This is an optimization exercise on Yosys and OpenROAD, whose aim is small area, a short achievable clock period and few clock cycles per item, not a production implementation.
At most, simulation tests tie the RTL to the original design; equivalence was not proved.
Power and IR-drop figures of this design are not reliable: the tool's default activity estimate is inflated in some of its runs.

==> run Z: inputs <==
Design sha384, start of the top module:
module sha384 (
    input  wire         clk,
    input  wire         rst,            
    input  wire         in_valid,
    output wire         in_ready,
    input  wire [63:0]  in_data,        
    input  wire         in_first,       
    input  wire         in_last,        
    output wire [383:0] digest,         
    output reg          digest_valid
);
clock: 12.0 ns
lec_check: 0
cap_margin: 40
core_margin: 2
core_utilization: 40
slew_margin: 40
synth_memory_max_bits: 16384
standard.sh (not shown) runs the stock make flow with config.mk's settings and CLKGATE_MAP_FILE= SYNTH_SCRIPT=/design/flow/synth_recipe.tcl, a recipe that flattens the netlist after the stock synthesis.
==> flow/flow/run.sh <==
#!/bin/bash
set -euo pipefail
export SETUP_SLACK_MARGIN=${MARGIN:-6.5}
bash standard.sh > layout.log 2>&1
==> inputs of run Y, as changes to run Z <==
==> flow/flow/run.sh (replaced) <==
#!/bin/bash
set -euo pipefail
export SETUP_SLACK_MARGIN=${MARGIN:-6.2}
bash standard.sh > layout.log 2>&1
Settings changed: CORE_UTILIZATION 40 to 50.
==> notes <==
In run Z the setup slack is higher than in run Y, by 0.20 ns. First-iteration DRC count: run Y is larger than run Z (about 13%). Of run Y and run Z, run Z has the higher final cell count (gap 5.8%, measured against run Z). Between run Y and run Z, the lower routed wire length is in run Y (gap about 3.4%, measured against run Z). Against run Z, the clock skew of run Y is higher by 0.037 ns. Between run Y and run Z, the lower die area is in run Y (gap about 20%, measured against run Z). Utilization: run Y is higher than run Z (10 points). Against run Z, the count of clock-buffer cells in the layout of run Y is lower by 5.
==> figures <==
metric	run Y	run Z
Run status	finished clean	finished clean
Area after detailed placement	103200 um^2	104200 um^2
Detailed Route Iter0 Violations	9556	8492
Metal2 WL	191.6 mm	198.6 mm
Met1 usage in global routing	0.5436	0.4748
Number of global-route vias before repair	77400	76820
Global Route met2 Usage	0.6641	0.5535
Final period demand of the worst path	5.918 ns	5.715 ns
Post-CTS Resized	465	910
Layout clock area frac	0.06416	0.06380
Total global routing track utilization	0.4418	0.3679
Ratio of cells with drive above 1 in the final layout	0.1398	0.1785
Row cnt	160	179
Sequential cell area share	0.3589	0.3460
Final standard cell count with taps included and fillers excluded	12970	13770
Core footprint	190600 um^2	238500 um^2
Capture instance of the worst register-to-register path	r[4][56]$_DFF_P_	e[62]$_SDFF_PP1_
Net total in the final layout	11270	11410
Worst hold path endpoint	w[2][17]$_DFF_P_	w[3][25]$_DFF_P_
Testbench counts of run Z, summed over its fixed seeds: cycles 191,696, blocks 2,396.
Testbench counts of run Y, summed over its fixed seeds: cycles 191,696, blocks 2,396.

========
==> delta <==
Starting RTL as in the previous note.
==> flow/design.v (excerpt) <==
module sha384 (
    input  wire         clk,
    input  wire         rst,            
    input  wire         in_valid,
    output wire         in_ready,
    input  wire [63:0]  in_data,        
    input  wire         in_first,       
    input  wire         in_last,        
    output wire [383:0] digest,         
    output reg          digest_valid
);
Settings: LEC_CHECK=0, ABC_AREA=1, CAP_MARGIN=40, CORE_MARGIN=2, CORE_UTILIZATION=40, SLEW_MARGIN=40, SYNTH_MEMORY_MAX_BITS=16384; clock period 12.0 ns.
==> flow/flow/run.sh <==
#!/bin/bash
set -euo pipefail
export SETUP_SLACK_MARGIN=${MARGIN:-6.2}
bash standard.sh > layout.log 2>&1
==> yarrow: changes against delta <==
==> flow/run.sh (new file) <==
#!/bin/bash
# synth_recipe.tcl (not shown) runs the flow's synth.tcl, then flattens the netlist and writes it again
# the make line also repeats each setting of config.mk as NAME=value (left out here)
make -C /OpenROAD-flow-scripts/flow DESIGN_CONFIG=/design/flow/config.mk WORK_HOME=/design/flow/orfs CLKGATE_MAP_FILE= SYNTH_SCRIPT=/design/flow/synth_recipe.tcl finish
--- a/flow/config.mk
+++ b/flow/config.mk
@@ -7,3 +7,2 @@
 export LEC_CHECK = 0
-export ABC_AREA = 1
 export CAP_MARGIN = 40
@@ -11,2 +10,3 @@
 export CORE_UTILIZATION = 40
+export SETUP_SLACK_MARGIN = 3
 export SLEW_MARGIN = 40
removed: flow/flow/run.sh
removed: flow/standard.sh
==> qor summary <==
Result of the run: delta no timing/DRC/antenna violations; yarrow no timing/DRC/antenna violations
Biggest cell delay along the critical path: delta 0.83 ns; yarrow 0.65 ns
Met2 Wirelength: delta 225 mm; yarrow 192 mm
Cell count along the critical path: delta 19; yarrow 22
Last weighted congestion value of the routability-driven placer: delta 1.08; yarrow 0.989
Via density per instance: delta 5.37; yarrow 5.67
Post-synthesis share of cell area spent on full adders, half adders and majority gates: delta 0.152; yarrow 0.167
Final setup slack of the worst path: delta 6.19 ns; yarrow 3.91 ns
Number of unique standard cell types used by synthesis: delta 63; yarrow 85
Mux contribution to synthesized area: delta 0.00175; yarrow 0.0222
Gate Count Post-Synth: delta 13,100; yarrow 9,859
Number of cell rows: delta 186; yarrow 179
Compound-gate portion of the synthesized area: delta 0.101; yarrow 0.136
CTS Buffer Depth: delta 4; yarrow 3
WL met1: delta 202 mm; yarrow 186 mm
Final-layout non-clock buffer area share: delta 0.0490; yarrow 0.0530
Area of all placed cells without fillers: delta 0.121 mm²; yarrow 0.112 mm²
Final hold slack: delta 0.303 ns; yarrow 0.203 ns
R2R depth: delta 19; yarrow 22
Post-DP HPWL: delta 419 mm; yarrow 346 mm
Hold Crit Endpoint: delta w[2][4]; yarrow w[12][29]
Testbench counts of delta, summed over its fixed seeds: cycles 191,696, blocks 2,396.
Testbench counts of yarrow, summed over its fixed seeds: cycles 191,696, blocks 2,396.

========
==> inputs of 05-21 <==
sha384, a different RTL version from the one above (not shown whole).
clock: 12.0 ns
lec_check: 0
cap_margin: 40
core_margin: 2
core_utilization: 40
place_density: 0.72
slew_margin: 40
synth_memory_max_bits: 16384
==> flow/flow/run.sh <==
#!/bin/bash
set -euo pipefail
export SETUP_SLACK_MARGIN=${MARGIN:-6.5}
bash standard.sh > layout.log 2>&1
==> 10-18 (differences from 05-21) <==
==> flow/run.sh (new file) <==
#!/bin/bash
# synth_recipe.tcl (not shown) runs the flow's synth.tcl, then flattens the netlist and writes it again
# the make line also repeats each setting of config.mk as NAME=value (left out here)
make -C /OpenROAD-flow-scripts/flow DESIGN_CONFIG=/design/flow/config.mk WORK_HOME=/design/flow/orfs CLKGATE_MAP_FILE= SYNTH_SCRIPT=/design/flow/synth_recipe.tcl finish
- PLACE_DENSITY: 0.72 -> default
- SETUP_SLACK_MARGIN: default -> 5
removed: flow/flow/run.sh
removed: flow/standard.sh
==> 11-02 (differences from 05-21) <==
- CORE_UTILIZATION: 40 -> 60
- PLACE_DENSITY: 0.72 -> 0.7
==> reports/results.txt <==
Rel. slew slack: 27.8%
clock transition at the registers of the reported paths: 0.07 ns
worst-path cell chain: xnor2_1 > xnor2_2 > fa_1 > xor2_2 > xnor2_1 > fa_1 > inv_1 > ha_1 > a21o_1 > a21o_1 > a21oi_1 > o22a_1 > o21ai_2 > a31oi_1 > buf_4 > a2bb2oi_2 > buf_4 > o22ai_1 > or4b_1 > a31oi_2 > xnor2_1 > o21ai_1
signal buffers share of area: 5.09%
CP dominant cell by count: xnor2_1
DR top layer: met5
final wirelength: 473000 µm
number of stages on the worst setup path: 22
outcome: complete, no violations
RSZ-0062 raised after global routing: yes
post-cts sizing count: 33
routed length on met2: 199000 µm
layout net count: 11134
DPL Wire Length: 372000 µm
# the run above: 10-18

==> reports/results.txt <==
outcome: did not finish
Last stage: global routing (5_1_grt)
stop err: [ERROR GRT-0232] Routing congestion too high. Check the congestion heatmap in the GUI.
H-tree levels: 4
ys async rst share: 0%
Clock Sink Count: 2146
busiest layer in global routing: met2
ys flop type: dfxtp_1
DPL Wire Length: 330000 µm
simple-gate share of the synthesized area: 8.94%
placed cells: 12056
M1 GR Usage: 69.4%
largest family of logic cells by synthesized area: adder cells
Placement Setup Slack: 4.49 ns
Cell Rows: 148
post-cts sizing count: 634
number of buffers created by CTS: 201
count leader, synth: dfxtp_1
# the run above: 11-02

==> reports/results.txt <==
DPL Wire Length: 349000 µm
final wirelength: 464000 µm
filler instances: 21776
layout net count: 11353
worst-path cell chain: xnor2_1 > xnor2_2 > fa_1 > inv_1 > fa_1 > fa_1 > ha_4 > nand2_4 > or3_4 > or4_4 > a21o_1 > o211ai_4 > o31ai_4 > o41ai_4 > o221ai_2 > o221ai_2 > a21oi_2 > xnor2_1 > mux2_2
clock transition at the registers of the reported paths: 0.07 ns
CP dominant cell by count: fa_1
RSZ-0062 raised after global routing: yes
number of stages on the worst setup path: 19
post-cts sizing count: 757
signal buffers share of area: 6.80%
outcome: complete, no violations
Rel. slew slack: 26.4%
# the run above: 05-21

Testbench counts of 05-21, summed over its fixed seeds: cycles 191,696, blocks 2,396.
Testbench counts of 10-18, summed over its fixed seeds: cycles 191,696, blocks 2,396.
Testbench counts of 11-02, summed over its fixed seeds: cycles 191,696, blocks 2,396.

========
==> inputs of v25 <==
Starting RTL as in the previous note.
==> flow/config.mk <==
export PLATFORM = sky130hd
export DESIGN_NAME = sha384
export DESIGN_NICKNAME = sha384
export VERILOG_FILES = /design/flow/design.v
export SDC_FILE = /design/flow/constraint.sdc
export NUM_CORES = 8
export LEC_CHECK = 0
export CAP_MARGIN = 40
export CORE_MARGIN = 2
export CORE_UTILIZATION = 40
export SLEW_MARGIN = 40
export SYNTH_MEMORY_MAX_BITS = 16384
==> flow/constraint.sdc <==
create_clock -name core_clock -period 12.0 [get_ports {clk}]
set_input_delay 2.4000 -clock core_clock [delete_from_list [all_inputs] [get_ports {clk}]]
set_output_delay 2.4000 -clock core_clock [all_outputs]
set_load 0.01 [all_outputs]
==> flow/flow/run.sh <==
#!/bin/bash
set -euo pipefail
export SETUP_SLACK_MARGIN=${MARGIN:-7.0}
bash standard.sh > layout.log 2>&1
==> inputs of v35, as changes to v25 <==
==> flow/flow/run.sh (replaced) <==
#!/bin/bash
set -euo pipefail
export SETUP_SLACK_MARGIN=${MARGIN:-6.5}
bash standard.sh > layout.log 2>&1
Settings changed: CAP_MARGIN 40 to 20, SLEW_MARGIN 40 to 20.
==> inputs of v10, as changes to v25 <==
==> flow/flow/run.sh (replaced) <==
#!/bin/bash
set -euo pipefail
export SETUP_SLACK_MARGIN=${MARGIN:-6.5}
bash standard.sh > layout.log 2>&1
Settings changed: CTS_BUF_LIST from default to sky130_fd_sc_hd__clkbuf_4.
==> inputs of v13, as changes to v25 <==
==> flow/flow/run.sh (replaced) <==
#!/bin/bash
set -euo pipefail
export SETUP_SLACK_MARGIN=${MARGIN:-8.5}
bash standard.sh > layout.log 2>&1
==> summary of the runs <==
- Hold slack: v25 > v13 > v10 > v35.
- Global-route usage, highest first: v25, v13, v10, v35.
- In sequential cell count, v10 and v25 do not differ.
- Between v10 and v25, the lower routed wire length is in v10 (gap about 3.5%, measured against v25).
- Clock-buffer cell count, lowest first: v25, v35, v13, v10.
- Non-clock buffer count, lowest first: v35, v10, v25, v13.
- v25 completed with no timing, DRC or antenna violations. v13 finished with timing, DRC and antenna clean. v35 went through all stages and came out clean. v10 finished with timing, DRC and antenna clean.
- In v35 the clock skew is lower than in v10, by 59 ps.
- In synthesized area, v13 and v35 do not differ.
- Core utilization: v25 is higher than v10 (1.9 points).
Testbench counts of v25, summed over its fixed seeds: cycles 191,696, blocks 2,396.
Testbench counts of v35, summed over its fixed seeds: cycles 191,696, blocks 2,396.
Testbench counts of v10, summed over its fixed seeds: cycles 191,696, blocks 2,396.
Testbench counts of v13, summed over its fixed seeds: cycles 191,696, blocks 2,396.

========
==> inputs of run a <==
Another version of the RTL of sha384 (not shown whole).
export LEC_CHECK = 0
export CAP_MARGIN = 40
export CORE_MARGIN = 2
export CORE_UTILIZATION = 40
export SLEW_MARGIN = 40
export SYNTH_MEMORY_MAX_BITS = 16384
create_clock -name core_clock -period 12.0 [get_ports {clk}]
==> flow/flow/run.sh <==
#!/bin/bash
set -euo pipefail
export SETUP_SLACK_MARGIN=${MARGIN:-6.5}
bash standard.sh > layout.log 2>&1
==> run b (differences from run a) <==
--- a/flow/design.v
+++ b/flow/design.v
@@ -22,18 +22,15 @@
     reg         ld_first, ld_last;
     reg         run;          
     reg  [6:0]  rc;           
     reg         run_first, run_last;
     reg         q77, q78, q79;    
-    reg         fin;              
-    reg         u77, u78, u79;    
-    reg         nuiv;             
-    reg         hr79;             
+    wire fin = q77 | q78 | q79;   
     wire [4:0] wc_base = q78 ? 5'd0 : wc;    
     assign in_ready = !wc_base[4] && (ph == wc_base[3:0]);
     wire accept = in_valid && in_ready;
-    reg  start, start_iv, start_h;
+    wire start = (ph == 4'd1) && (rc == 7'd79) && (wc != 5'd0);
     wire abort = run && (rc <= 7'd14) && ({2'b00, wc} < rc + 7'd2);
     wire sched = run && (rc >= 7'd14) && (rc <= 7'd77) && wc[4];
     always @(posedge clk) begin
         if (rst) begin
             ph           <= 4'd0;
@@ -41,38 +38,29 @@
             run          <= 1'b0;
             rc           <= 7'd79;
             q77          <= 1'b0;
             q78          <= 1'b0;
             q79          <= 1'b0;
-            fin          <= 1'b0;
-            u77          <= 1'b0;
-            u78          <= 1'b0;
-            u79          <= 1'b0;
-            nuiv         <= 1'b1;
-            hr79         <= 1'b0;
             digest_valid <= 1'b0;
-            start        <= 1'b0;
-            start_iv     <= 1'b0;
-            start_h      <= 1'b0;
         end else begin
-            start    <= start_next;
-            start_iv <= start_next && ldf_next;
-            start_h  <= start_next && !run_next;
             ph <= ph + 4'd1;
-            wc <= wc_next;
+            wc <= wc_base + {4'd0, accept};
             digest_valid <= q79 && run_last;
             q77 <= run && (rc == 7'd76);
             q78 <= q77;
             q79 <= q78;
-            fin <= (run && (rc == 7'd76)) || q77 || q78;
-            u77 <= run && (rc == 7'd76) && run_first;
-            u78 <= u77;
-            u79 <= u78;
-            nuiv <= !((run && (rc == 7'd76) && run_first) || u77 || u78);
-            hr79 <= q78 && !run_first;
-            rc <= rc_next;
-            run <= run_next;
+            if (start) begin
+                run <= 1'b1;
+                rc  <= 7'd0;
+            end else if (run) begin
+                if (abort || rc == 7'd79) begin
+                    run <= 1'b0;
+                    rc  <= 7'd79;
+                end else begin
+                    rc  <= rc + 7'd1;
+                end
+            end
         end
     end
     always @(posedge clk) begin
         if (accept && wc_base == 5'd0) begin
             ld_first <= in_first;
@@ -81,16 +69,10 @@
         if (start) begin
             run_first <= ld_first;
             run_last  <= ld_last;
         end
     end
-    wire [6:0] rc_next = start ? 7'd0 :
-                         (!run || abort || rc == 7'd79) ? 7'd79 : rc + 7'd1;
-    wire       run_next = start || (run && !abort && rc != 7'd79);
-    wire [4:0] wc_next  = wc_base + {4'd0, accept};
-    wire       ldf_next = (accept && wc_base == 5'd0) ? in_first : ld_first;
-    wire       start_next = (ph == 4'd0) && (rc_next == 7'd79) && (wc_next != 5'd0);
     reg [63:0] k_t;
     always @(*) begin
         case (rc)
             7'd0: k_t = 64'h7137449123ef65cd;
             7'd1: k_t = 64'hb5c0fbcfec4d3b2f;
@@ -579,14 +561,15 @@
             w[i] <= w[i + 1];
         w[15] <= accept ? in_data : (sched ? w_next : w0);
     end
     reg [63:0] r [0:7];
     reg [63:0] a, b, c, d, e, f, g, x;
-    wire [63:0] ha = ({64{u77}} & IV3) | ({64{u78}} & IV2) | ({64{u79}} & IV1) |
-                     ({64{nuiv}} & r[0]);
-    wire [63:0] he = ({64{u77}} & IV7) | ({64{u78}} & IV6) | ({64{u79}} & IV5) |
-                     ({64{nuiv}} & r[4]);
+    wire [63:0] iva = q77 ? IV3 : (q78 ? IV2 : IV1);
+    wire [63:0] ive = q77 ? IV7 : (q78 ? IV6 : IV5);
+    wire        use_iv = fin && run_first;
+    wire [63:0] ha  = use_iv ? iva : r[0];
+    wire [63:0] he  = use_iv ? ive : r[4];
     wire [63:0] am  = a & {64{fin}};
     wire [63:0] em  = e & {64{fin}};
     wire [63:0] ha_p = ha ^ am;
     wire [63:0] ha_g = ha & am;
     wire ha_g1_1 = ha_g[1] | (ha_p[1] & ha_g[0]);
@@ -1359,12 +1342,12 @@
     wire he_g6_62 = he_g5_62 | (he_p5_62 & he_g5_31);
     wire he_p6_62 = he_p5_62 & he_p5_31;
     wire he_g6_63 = he_g5_63 | (he_p5_63 & he_g5_31);
     wire he_p6_63 = he_p5_63 & he_p5_31;
     wire [63:0] sum_e = he_p ^ {he_g6_62, he_g6_61, he_g6_60, he_g6_59, he_g6_58, he_g6_57, he_g6_56, he_g6_55, he_g6_54, he_g6_53, he_g6_52, he_g6_51, he_g6_50, he_g6_49, he_g6_48, he_g6_47, he_g6_46, he_g6_45, he_g6_44, he_g6_43, he_g6_42, he_g6_41, he_g6_40, he_g6_39, he_g6_38, he_g6_37, he_g6_36, he_g6_35, he_g6_34, he_g6_33, he_g6_32, he_g5_31, he_g5_30, he_g5_29, he_g5_28, he_g5_27, he_g5_26, he_g5_25, he_g5_24, he_g5_23, he_g5_22, he_g5_21, he_g5_20, he_g5_19, he_g5_18, he_g5_17, he_g5_16, he_g4_15, he_g4_14, he_g4_13, he_g4_12, he_g4_11, he_g4_10, he_g4_9, he_g4_8, he_g3_7, he_g3_6, he_g3_5, he_g3_4, he_g2_3, he_g2_2, he_g1_1, he_g[0], 1'b0};
-    wire [63:0] h0g = ({64{u79}} & IV0) | ({64{hr79}} & r[1]);
-    wire [63:0] h4g = ({64{u79}} & IV4) | ({64{hr79}} & r[5]);
+    wire [63:0] h0g = q79 ? (run_first ? IV0 : r[1]) : 64'd0;
+    wire [63:0] h4g = q79 ? (run_first ? IV4 : r[5]) : 64'd0;
     wire [63:0] bs0 = {a[27:0], a[63:28]} ^ {a[33:0], a[63:34]} ^ {a[38:0], a[63:39]};
     wire [63:0] bs1 = {e[13:0], e[63:14]} ^ {e[17:0], e[63:18]} ^ {e[40:0], e[63:41]};
     wire [63:0] ch  = (e & f) ^ (~e & g);
     wire [63:0] maj = (a & b) | (a & c) | (b & c);
     wire [63:0] t_s = bs1 ^ ch ^ x;
@@ -1771,12 +1754,12 @@
     wire xk_p6_62 = xk_p5_62 & xk_p5_31;
     wire xk_g6_63 = xk_g5_63 | (xk_p5_63 & xk_g5_31);
     wire xk_p6_63 = xk_p5_63 & xk_p5_31;
     wire [63:0] x_next = xk_p ^ {xk_g6_62, xk_g6_61, xk_g6_60, xk_g6_59, xk_g6_58, xk_g6_57, xk_g6_56, xk_g6_55, xk_g6_54, xk_g6_53, xk_g6_52, xk_g6_51, xk_g6_50, xk_g6_49, xk_g6_48, xk_g6_47, xk_g6_46, xk_g6_45, xk_g6_44, xk_g6_43, xk_g6_42, xk_g6_41, xk_g6_40, xk_g6_39, xk_g6_38, xk_g6_37, xk_g6_36, xk_g6_35, xk_g6_34, xk_g6_33, xk_g6_32, xk_g5_31, xk_g5_30, xk_g5_29, xk_g5_28, xk_g5_27, xk_g5_26, xk_g5_25, xk_g5_24, xk_g5_23, xk_g5_22, xk_g5_21, xk_g5_20, xk_g5_19, xk_g5_18, xk_g5_17, xk_g5_16, xk_g4_15, xk_g4_14, xk_g4_13, xk_g4_12, xk_g4_11, xk_g4_10, xk_g4_9, xk_g4_8, xk_g3_7, xk_g3_6, xk_g3_5, xk_g3_4, xk_g2_3, xk_g2_2, xk_g1_1, xk_g[0], 1'b0};
     wire init    = start;
-    wire init_iv = start_iv;      
-    wire init_h  = start_h;       
+    wire init_iv = start && ld_first;
+    wire init_h  = start && !run;
     always @(posedge clk) begin
         r[0] <= q79 ? a_rnd : r[1];
         r[1] <= r[2];
         r[2] <= r[3];
         r[3] <= sum_e;
==> flow/run.sh (new file) <==
#!/bin/bash
# synth_recipe.tcl (not shown) runs the flow's synth.tcl, then flattens the netlist and writes it again
# the make line also repeats each setting of config.mk as NAME=value (left out here)
make -C /OpenROAD-flow-scripts/flow DESIGN_CONFIG=/design/flow/config.mk WORK_HOME=/design/flow/orfs CLKGATE_MAP_FILE= SYNTH_SCRIPT=/design/flow/synth_recipe.tcl finish
Settings changed: SETUP_SLACK_MARGIN set to 5.
removed: flow/flow/run.sh
removed: flow/standard.sh
==> summary.txt <==
Final layout
  – Fraction of area in multi-input gates: 0.456
  – Multi-input gate area: between 50000 and 60000 µm²
  – Most frequent cells in the layout: dfxtp_1 (2056), nand2_1 (982), xnor2_1 (676)
  – Non-CTS buffers: between 600 and 700
  – Post-layout util: 0.472

Global routing
  – Met2 GRT Util: 0.536

Synth
  – Syn_area_per_cell: roughly 9.8 µm²
  – Sequential-to-total area share from yosys stat: 0.432

Die
  – Die ar.: 244000 µm²
  – Die Span Y: 494 µm
  – Die width: 494 µm

Hold path
  – Hold Path Origin: w[13][29]

Run status
  – Status: finished clean

Critical path
  – WP data required: roughly 13000 ps
# the run above: run b

==> summary.txt <==
Run status
  – Status: finished clean

Synth
  – Synth Area in XOR/XNOR: 0.0832
  – Syn_area_per_cell: between 10 and 15 µm²
  – Sequential-to-total area share from yosys stat: 0.438
  – Largest family of logic cells by synthesized area: adder cells

Critical path
  – WP data required: approximately 13000 ps
  – Stages on worst setup path: 20

Die
  – Die Span Y: about 500 µm
  – Die width: about 500 µm
  – Die ar.: roughly 250000 µm²

Final layout
  – Multi-input gate area: about 54000 µm²
  – Fraction of area in multi-input gates: 0.448
  – Post-layout util: 0.494

Hold path
  – Hold Path Origin: w[3][21]
# the run above: run a

Testbench counts of run b, summed over its fixed seeds: cycles 191,696, blocks 2,396.
The RTL of run a was laid out without a check of its function.

afterwards: timing with drivers on the ports:
The flow's constraints put no driver on any port. The routed layouts listed below were extracted and timed again, unchanged, in two steps.
Step 1: set_driving_cell puts a clkbuf_16 on clk and a buf_2 on each other input, an assumption about the parent block.
Step 2 times the ports against the registers' clock, not the clock port: input delays grow and output delays shrink by t, the midpoint of the rising clock arrivals with the driver on.
Slacks: ideal / step 1 / step 2; pairs: ideal / step 1.
run	shift t [ns]	slack for setup (ns)	worst setup path at the end	slew at the worst register clock pin (ns)
run Z	0.982	6.285 / 6.285 / 6.285	register to register	0.07 / 0.07
run Y	0.984	6.082 / 6.082 / 6.082	register to register	0.07 / 0.07
delta	1.015	6.187 / 6.187 / 6.187	register to register	0.08 / 0.08
yarrow	0.966	3.912 / 3.912 / 3.912	register to register	0.07 / 0.07
05-21	0.963	6.013 / 6.013 / 6.013	register to register	0.08 / 0.08
10-18	0.994	5.086 / 5.086 / 5.086	register to register	0.07 / 0.07
v25	0.991	6.046 / 6.046 / 6.046	register to register	0.09 / 0.09
v35	0.979	6.101 / 6.101 / 5.905	input to register	0.08 / 0.08
v10	1.488	6.043 / 6.043 / 6.043	register to register	0.09 / 0.09
v13	1.004	6.019 / 6.019 / 6.019	register to register	0.07 / 0.07
run a	0.965	5.941 / 5.941 / 5.573	input to register	0.07 / 0.07
run b	0.958	5.024 / 5.024 / 5.024	register to register	0.07 / 0.07
After both steps setup and hold are still met in every run listed. The setup slack of run a, which loses most, moves by 0.000 ns with the drivers and by -0.368 ns with both steps.
